Source: an optimization exercise on an open RTL-to-GDS flow (aim: small area and a short achievable clock period). Production flows keep margins and buffers that such runs may drop. The RTL was checked by simulation tests, not by an equivalence proof against the original design. Power is estimated from default activity; no workload was simulated.

// til_lane_unit
module til_lane_unit #(
    parameter LANES = 4
) (
    input                    clk,
    input                    rst,
    input                    issue,
    input  [35:0]            instr,
    input  [LANES*18-1:0]    opa,
    input  [LANES*18-1:0]    opb,
    input  [LANES-1:0]       a_end,
    input  [LANES-1:0]       assigned,
    input                    batch_start,
    input                    flag_clr,
    output [LANES-1:0]       wr_en,
    output [LANES*18-1:0]    wr_data,
    output [LANES-1:0]       pred,
    output [LANES*4-1:0]     flags,
    output reg               trap,
    output reg [3:0]         trap_code
);
For scale: about 13,000 cells after synthesis, roughly 290 I/O pins, roughly 0.10 sq mm of cells after synthesis.
==> flow/config.mk <==
export PLATFORM = sky130hd
export DESIGN_NAME = til_lane_unit
export DESIGN_NICKNAME = til_lane_unit
export VERILOG_FILES = /design/flow/design.v
export SDC_FILE = /design/flow/constraint.sdc
export NUM_CORES = 8
export LEC_CHECK = 0
export CAP_MARGIN = 20
export CORE_MARGIN = 2
export CORE_UTILIZATION = 35
export PLACE_DENSITY = 0.42
export SLEW_MARGIN = 20
==> flow/constraint.sdc <==
create_clock -name core_clock -period 18.0 [get_ports {clk}]
set_input_delay 3.6000 -clock core_clock [delete_from_list [all_inputs] [get_ports {clk}]]
set_output_delay 3.6000 -clock core_clock [all_outputs]
set_load 0.01 [all_outputs]
standard.sh (not shown) runs the stock make flow with config.mk's settings and CLKGATE_MAP_FILE= SYNTH_SCRIPT=/design/flow/synth_recipe.tcl, a recipe that flattens the netlist after the stock synthesis.
==> flow/flow/run.sh <==
#!/bin/bash
# Layout flow: the standard ORFS flow (standard.sh, standard synthesis
# unchanged), with one difference: repair_timing is asked for more setup
# slack than the 18 ns constraint needs (SETUP_SLACK_MARGIN), so that it keeps
# shortening the worst path, and it works on the worst endpoint only
# (TNS_END_PERCENT=0) rather than on every endpoint below that margin.
# make's output goes to flow.log; each ORFS step writes its own log under
# orfs/logs/.
set -euo pipefail
bash standard.sh SETUP_SLACK_MARGIN=8.5 TNS_END_PERCENT=0 finish > flow.log 2>&1
The first run ran to the end with no violations.
Rerun with:
==> flow/flow/run.sh (replaced) <==
#!/bin/bash
set -euo pipefail
bash standard.sh SYNTH_ARGS=-noabc SETUP_SLACK_MARGIN=9 TNS_END_PERCENT=0 finish > flow.log 2>&1
--- a/flow/config.mk
+++ b/flow/config.mk
@@ -7,0 +8 @@
+export ABC_AREA = 1
After rerunning: Wire length shrinks by 16%. Worst hold slack improves by 16 ps. Die area falls by 6.9%. Total power falls by 17%. Design area fell by 10%. Sequential share of layout area goes up by 0.86 points. Setup slack improves by 880 ps. Area after synthesis drops by 7.0%. Core utilization shrinks by 1.4 points.


Setup of run 1:
til_lane_unit, a different RTL version from the one above (not shown whole).
For scale: roughly 13000 cells after synthesis, about 290 I/O pins.
==> flow/design.v (excerpt) <==
module til_lane_unit #(
    parameter LANES = 4
) (
    input                    clk,
    input                    rst,
    input                    issue,
    input  [35:0]            instr,
    input  [LANES*18-1:0]    opa,
    input  [LANES*18-1:0]    opb,
    input  [LANES-1:0]       a_end,
    input  [LANES-1:0]       assigned,
    input                    batch_start,
    input                    flag_clr,
    output [LANES-1:0]       wr_en,
    output [LANES*18-1:0]    wr_data,
    output [LANES-1:0]       pred,
    output [LANES*4-1:0]     flags,
    output reg               trap,
    output reg [3:0]         trap_code
);
export LEC_CHECK = 0
export ABC_AREA = 1
export CAP_MARGIN = 20
export CORE_MARGIN = 2
export CORE_UTILIZATION = 35
export PLACE_DENSITY = 0.42
export SLEW_MARGIN = 20
export SYNTH_HIERARCHICAL = 1
create_clock -name core_clock -period 18.0 [get_ports {clk}]
==> flow/flow/run.sh <==
#!/bin/bash
# Layout flow: the standard ORFS flow (standard.sh, standard synthesis
# unchanged) with three changes.
#  - SETUP_SLACK_MARGIN=9: repair_timing is asked for more setup slack than
#    the 18 ns constraint needs, so that it keeps shortening the worst path.
#  - TNS_END_PERCENT=10: it works on the worst endpoint only.
#  - BUFFER_PORTS_ARGS: every input and output port still gets its own
#    buffer, but a buf_2 rather than the default clkdlybuf4s50_1 delay cell.
# make's output goes to flow.log; each ORFS step writes its own log under
# orfs/logs/.
set -euo pipefail
bash standard.sh SETUP_SLACK_MARGIN=9 TNS_END_PERCENT=10 \
    'BUFFER_PORTS_ARGS=-buffer_cell sky130_fd_sc_hd__buf_2' finish > flow.log 2>&1
Inputs modified between run 1 and run 2:
==> flow/flow/run.sh <==
#!/bin/bash
# Layout flow: the standard ORFS flow (standard.sh, standard synthesis
# unchanged) with three changes.
#  - SETUP_SLACK_MARGIN=9.5: repair_timing is asked for more setup slack than
#    the 18 ns constraint needs, so that it keeps shortening the worst path.
#  - TNS_END_PERCENT=0: it works on the worst endpoint only.
#  - BUFFER_PORTS_ARGS: every input and output port still gets its own
#    buffer, but a buf_2 rather than the default clkdlybuf4s50_1 delay cell.
# make's output goes to flow.log; each ORFS step writes its own log under
# orfs/logs/.
set -euo pipefail
bash standard.sh SETUP_SLACK_MARGIN=9.5 TNS_END_PERCENT=0 \
    'BUFFER_PORTS_ARGS=-buffer_cell sky130_fd_sc_hd__buf_2' finish > flow.log 2>&1
[summary]
Row portion of total power attributed to combinational logic: run 2 lower / run 1 higher. Changes observed in run 2 relative to run 1: via count went down 1124; clock skew went down 0.030 ns; minimum period implied by the final worst setup slack went down 0.064 ns; fraction of layout cells with a size suffix above 1 went down 1.4 points. The part of the power in the clock network of run 1 and that of run 2 are within noise of each other. Taking run 1 as the reference point, the clock network latency to the later pin of the worst-skew pair of run 2 falls by 0.02 ns. [run 2] met1 layer usage reported by global route fell 1.1 points relative to run 1. Measured against run 1, the logic depth of the worst path, buffers included of run 2 comes out at 0.867 times the reference value. Going from run 1 to run 2, wire length reported by the detailed router shrank by a few percent.
What run 3 does differently from run 2 at the input level:
==> flow/flow/run.sh <==
#!/bin/bash
# Layout flow: the standard ORFS flow (standard.sh, standard synthesis
# unchanged) with three changes.
#  - SETUP_SLACK_MARGIN=9: repair_timing is asked for more setup slack than
#    the 18 ns constraint needs, so that it keeps shortening the worst path.
#  - TNS_END_PERCENT=0: it works on the worst endpoint only.
#  - BUFFER_PORTS_ARGS: every input and output port still gets its own
#    buffer, but a buf_2 rather than the default clkdlybuf4s50_1 delay cell.
# make's output goes to flow.log; each ORFS step writes its own log under
# orfs/logs/.
set -euo pipefail
bash standard.sh SETUP_SLACK_MARGIN=9 TNS_END_PERCENT=0 \
    'BUFFER_PORTS_ARGS=-buffer_cell sky130_fd_sc_hd__buf_2' finish > flow.log 2>&1
==> comparison <==
Run 3: number of buffers outside the clock class in the layout is 24 lower than what run 2 reported. The final area in run 3 was lower than what run 2 gave. Going from run 2 to run 3, count of clock-buffer cells in the layout up about 13%, total power increased 1.3 mW, die outline height stayed essentially flat, routed wire length per instance -0.12 µm, data arrival time at the worst-slack endpoint ~0 delta. Re number of antenna violations at the first check in global routing: run 3 and run 2 aren't equal, and the higher value belongs to run 2. The end point of the critical path comes out g_lane[1].u_lane.acc0[23]$_DFF_P_ in one run and g_lane[1].u_lane.acc0[39]$_DFF_P_ in the other, namely in run 3 and run 2 respectively. In the metrics for run 3 and run 2, the one carrying the lower overall global routing resource usage is run 3. Cmp run 3 and run 2 / worst-case clock buffer depth / lower: run 2.
The following lists how run 4 was set up differently from run 3:
# run 3
export LEC_CHECK = 0
export ABC_AREA = 1
export CAP_MARGIN = 20
export CORE_MARGIN = 2
export CORE_UTILIZATION = 35
export PLACE_DENSITY = 0.42
export SLEW_MARGIN = 20
export SYNTH_HIERARCHICAL = 1
create_clock -name core_clock -period 18.0 [get_ports {clk}]
# run 4
export LEC_CHECK = 0
export ABC_AREA = 1
export CAP_MARGIN = 10
export CORE_MARGIN = 2
export CORE_UTILIZATION = 35
export PLACE_DENSITY = 0.42
export SLEW_MARGIN = 10
export SYNTH_HIERARCHICAL = 1
create_clock -name core_clock -period 18.0 [get_ports {clk}]
==> comparison <==
Comparing run 4 with run 3, the core utilization came out essentially unchanged. Compared with run 3, in run 4 clock distribution area overhead in the final layout level; worst path buffer plus inverter count moved up; first-pass GRT wire length level. Run 4 ends up with a fmax that is about 1% lower than in run 3. Between run 4 and run 3, the difference in synthesis-to-layout area growth is negligible. Clock-buffer cell count shrinks by more than 10% when moving from run 3 to run 4.


Setup of build 92:
til_lane_unit, a different RTL version from the one above (not shown whole).
For scale: roughly 13000 cells after synthesis.
clock: 18.0 ns
lec_check: 0
abc_area: 1
cap_margin: 20
core_margin: 2
core_utilization: 50
place_density: 0.6
slew_margin: 20
synth_hierarchical: 1
==> flow/flow/run.sh <==
#!/bin/bash
# Layout flow: the standard ORFS flow (standard.sh, standard synthesis
# unchanged) with three changes.
#  - SETUP_SLACK_MARGIN=9: repair_timing is asked for more setup slack than
#    the 18 ns constraint needs, so that it keeps shortening the worst path.
#  - TNS_END_PERCENT=0: it works on the worst endpoint only.
#  - BUFFER_PORTS_ARGS: every input and output port still gets its own
#    buffer, but a buf_2 rather than the default clkdlybuf4s50_1 delay cell.
# make's output goes to flow.log; each ORFS step writes its own log under
# orfs/logs/.
set -euo pipefail
bash standard.sh SETUP_SLACK_MARGIN=9 TNS_END_PERCENT=0 \
    'BUFFER_PORTS_ARGS=-buffer_cell sky130_fd_sc_hd__buf_2' finish > flow.log 2>&1
### build 92 -> trial 52
# build 92
export LEC_CHECK = 0
export ABC_AREA = 1
export CAP_MARGIN = 20
export CORE_MARGIN = 2
export CORE_UTILIZATION = 50
export PLACE_DENSITY = 0.6
export SLEW_MARGIN = 20
export SYNTH_HIERARCHICAL = 1
create_clock -name core_clock -period 18.0 [get_ports {clk}]
# trial 52
export LEC_CHECK = 0
export ABC_AREA = 1
export CAP_MARGIN = 20
export CORE_MARGIN = 2
export CORE_UTILIZATION = 35
export PLACE_DENSITY = 0.42
export SLEW_MARGIN = 20
export SYNTH_HIERARCHICAL = 1
create_clock -name core_clock -period 18.0 [get_ports {clk}]
### Flow results
On final standard cell utilization of the core, the lower figure sits with trial 52, not build 92. Per the comparison of trial 52 with build 92, time the final worst path needs with I/O delays and setup now smaller, wire length on met2 now larger. Cmp build 92 and trial 52 / total power after layout / lower: build 92. Compared with build 92, in trial 52 post-layout worst setup margin saw an increase; total count of max-transition violations in the final report did not really move; power share of the clock group saw an increase. Comparing build 92 and trial 52, the higher portion of the layout cell area used by non-clock buffers was measured on trial 52. Diff build 92 -> trial 52: die area saw an increase, routed wire length saw an increase, via count saw a decrease.


til_lane_unit, a different RTL version from the one above (not shown whole).
Size: ~13000 cells after synthesis, roughly 92000 um2 of cells after synthesis.
==> flow/design.v (excerpt) <==
module til_lane_unit #(
    parameter LANES = 4
) (
    input                    clk,
    input                    rst,
    input                    issue,
    input  [35:0]            instr,
    input  [LANES*18-1:0]    opa,
    input  [LANES*18-1:0]    opb,
    input  [LANES-1:0]       a_end,
    input  [LANES-1:0]       assigned,
    input                    batch_start,
    input                    flag_clr,
    output [LANES-1:0]       wr_en,
    output [LANES*18-1:0]    wr_data,
    output [LANES-1:0]       pred,
    output [LANES*4-1:0]     flags,
    output reg               trap,
    output reg [3:0]         trap_code
);
    wire [5:0] opc  = instr[35:30];
    wire [2:0] v    = instr[29:27];
    wire [8:0] dfld = instr[26:18];
    wire [8:0] afld = instr[17:9];
    wire [8:0] bfld = instr[8:0];
    wire v_zero = (v == 3'd0);
    wire k_gt41 = bfld[5] & (bfld[4] | (bfld[3] & (bfld[2] | bfld[1])));
    wire n_gt17 = bfld[4] & (bfld[3] | bfld[2] | bfld[1]);
    wire d_zero = (dfld == 9'd0);
    wire a_zero = (afld == 9'd0);
    wire b_zero = (bfld == 9'd0);
    reg lane_op;
    reg undefined;
    reg bad_field;
    always @(*) begin
        lane_op   = 1'b0;
        undefined = 1'b0;
        bad_field = 1'b0;
        case (opc)
            6'h00: begin                                    
                lane_op   = 1'b1;
                bad_field = !(v_zero && d_zero && a_zero && b_zero);
            end
            6'h01, 6'h02, 6'h03, 6'h04, 6'h05, 6'h06, 6'h07,
            6'h08, 6'h09, 6'h0C, 6'h0D,
            6'h29, 6'h2A, 6'h2B, 6'h2C: ;                   
  ...
export LEC_CHECK = 0
export ABC_AREA = 1
export CAP_MARGIN = 20
export CORE_MARGIN = 2
export CORE_UTILIZATION = 35
export PLACE_DENSITY = 0.42
export SLEW_MARGIN = 20
export SYNTH_HIERARCHICAL = 1
create_clock -name core_clock -period 18.0 [get_ports {clk}]
==> flow/flow/run.sh <==
#!/bin/bash
# Layout flow: the standard ORFS flow (standard.sh, standard synthesis
# unchanged) with three changes.
#  - SETUP_SLACK_MARGIN=10: repair_timing is asked for more setup slack than
#    the 18 ns constraint needs, so that it keeps shortening the worst path.
#  - TNS_END_PERCENT=0: it works on the worst endpoint only.
#  - BUFFER_PORTS_ARGS: every input and output port still gets its own
#    buffer, but a buf_2 rather than the default clkdlybuf4s50_1 delay cell.
# make's output goes to flow.log; each ORFS step writes its own log under
# orfs/logs/.
set -euo pipefail
bash standard.sh SETUP_SLACK_MARGIN=10 TNS_END_PERCENT=0 \
    'BUFFER_PORTS_ARGS=-buffer_cell sky130_fd_sc_hd__buf_2' finish > flow.log 2>&1
The first run completed without violations.
Next try:
--- a/flow/flow/run.sh
+++ b/flow/flow/run.sh
@@ -3,3 +3,3 @@
 # unchanged) with three changes.
-#  - SETUP_SLACK_MARGIN=10: repair_timing is asked for more setup slack than
+#  - SETUP_SLACK_MARGIN=9: repair_timing is asked for more setup slack than
 #    the 18 ns constraint needs, so that it keeps shortening the worst path.
@@ -11,3 +11,3 @@
 set -euo pipefail
-bash standard.sh SETUP_SLACK_MARGIN=10 TNS_END_PERCENT=0 \
+bash standard.sh SETUP_SLACK_MARGIN=9 TNS_END_PERCENT=0 \
     'BUFFER_PORTS_ARGS=-buffer_cell sky130_fd_sc_hd__buf_2' finish > flow.log 2>&1
CORE_UTILIZATION = 50   (was 35)
PLACE_DENSITY = 0.6   (was 0.42)
Final area hardly moves.
Area after synthesis stays the same.
Routed wire length falls by roughly a tenth.
Count of clock-buffer cells in the layout falls by 3.

-- static timing again, ports no longer ideal --
The results above use ideal ports. As a check the final layouts listed here were re-extracted and re-timed, cells and wires unchanged.
Step 1 sets driving cells, clkbuf_16 on the clock port and buf_2 on the other inputs (assumed; they add their load-dependent delay and slew).
Step 2 moves the port delays by t, midway between the first and last clock arrival at a register: inputs arrive t later, outputs are due t later. That takes back most of the time a late clock gives input paths.
Slacks: ideal ports / drivers / drivers and shift; pairs: ideal ports / drivers.
run | shift t [ns] | setup WS [ns] | slew at the worst register clock pin (ns)
the first run of note 1 | 0.867 | 7.725 / 7.725 / 6.858 | 0.09 / 0.09
the second run of note 1 | 0.870 | 8.608 / 8.585 / 7.715 | 0.07 / 0.07
run 1 | 0.820 | 8.674 / 8.553 / 7.733 | 0.10 / 0.10
run 2 | 0.796 | 8.737 / 8.600 / 7.803 | 0.07 / 0.07
run 3 | 0.885 | 8.782 / 8.777 / 7.891 | 0.08 / 0.08
run 4 | 0.801 | 8.687 / 8.628 / 7.827 | 0.10 / 0.10
build 92 | 0.818 | 8.477 / 8.413 / 7.595 | 0.08 / 0.08
trial 52 | 0.869 | 8.608 / 8.519 / 7.650 | 0.09 / 0.09
the first run of note 4 | 0.837 | 8.582 / 8.586 / 7.749 | 0.08 / 0.08
the second run of note 4 | 0.784 | 8.625 / 8.638 / 7.854 | 0.07 / 0.07
After both steps setup and hold are still met in every run listed. The setup slack of trial 52, which loses most, moves by -0.089 ns with the drivers and by -0.958 ns with both steps.
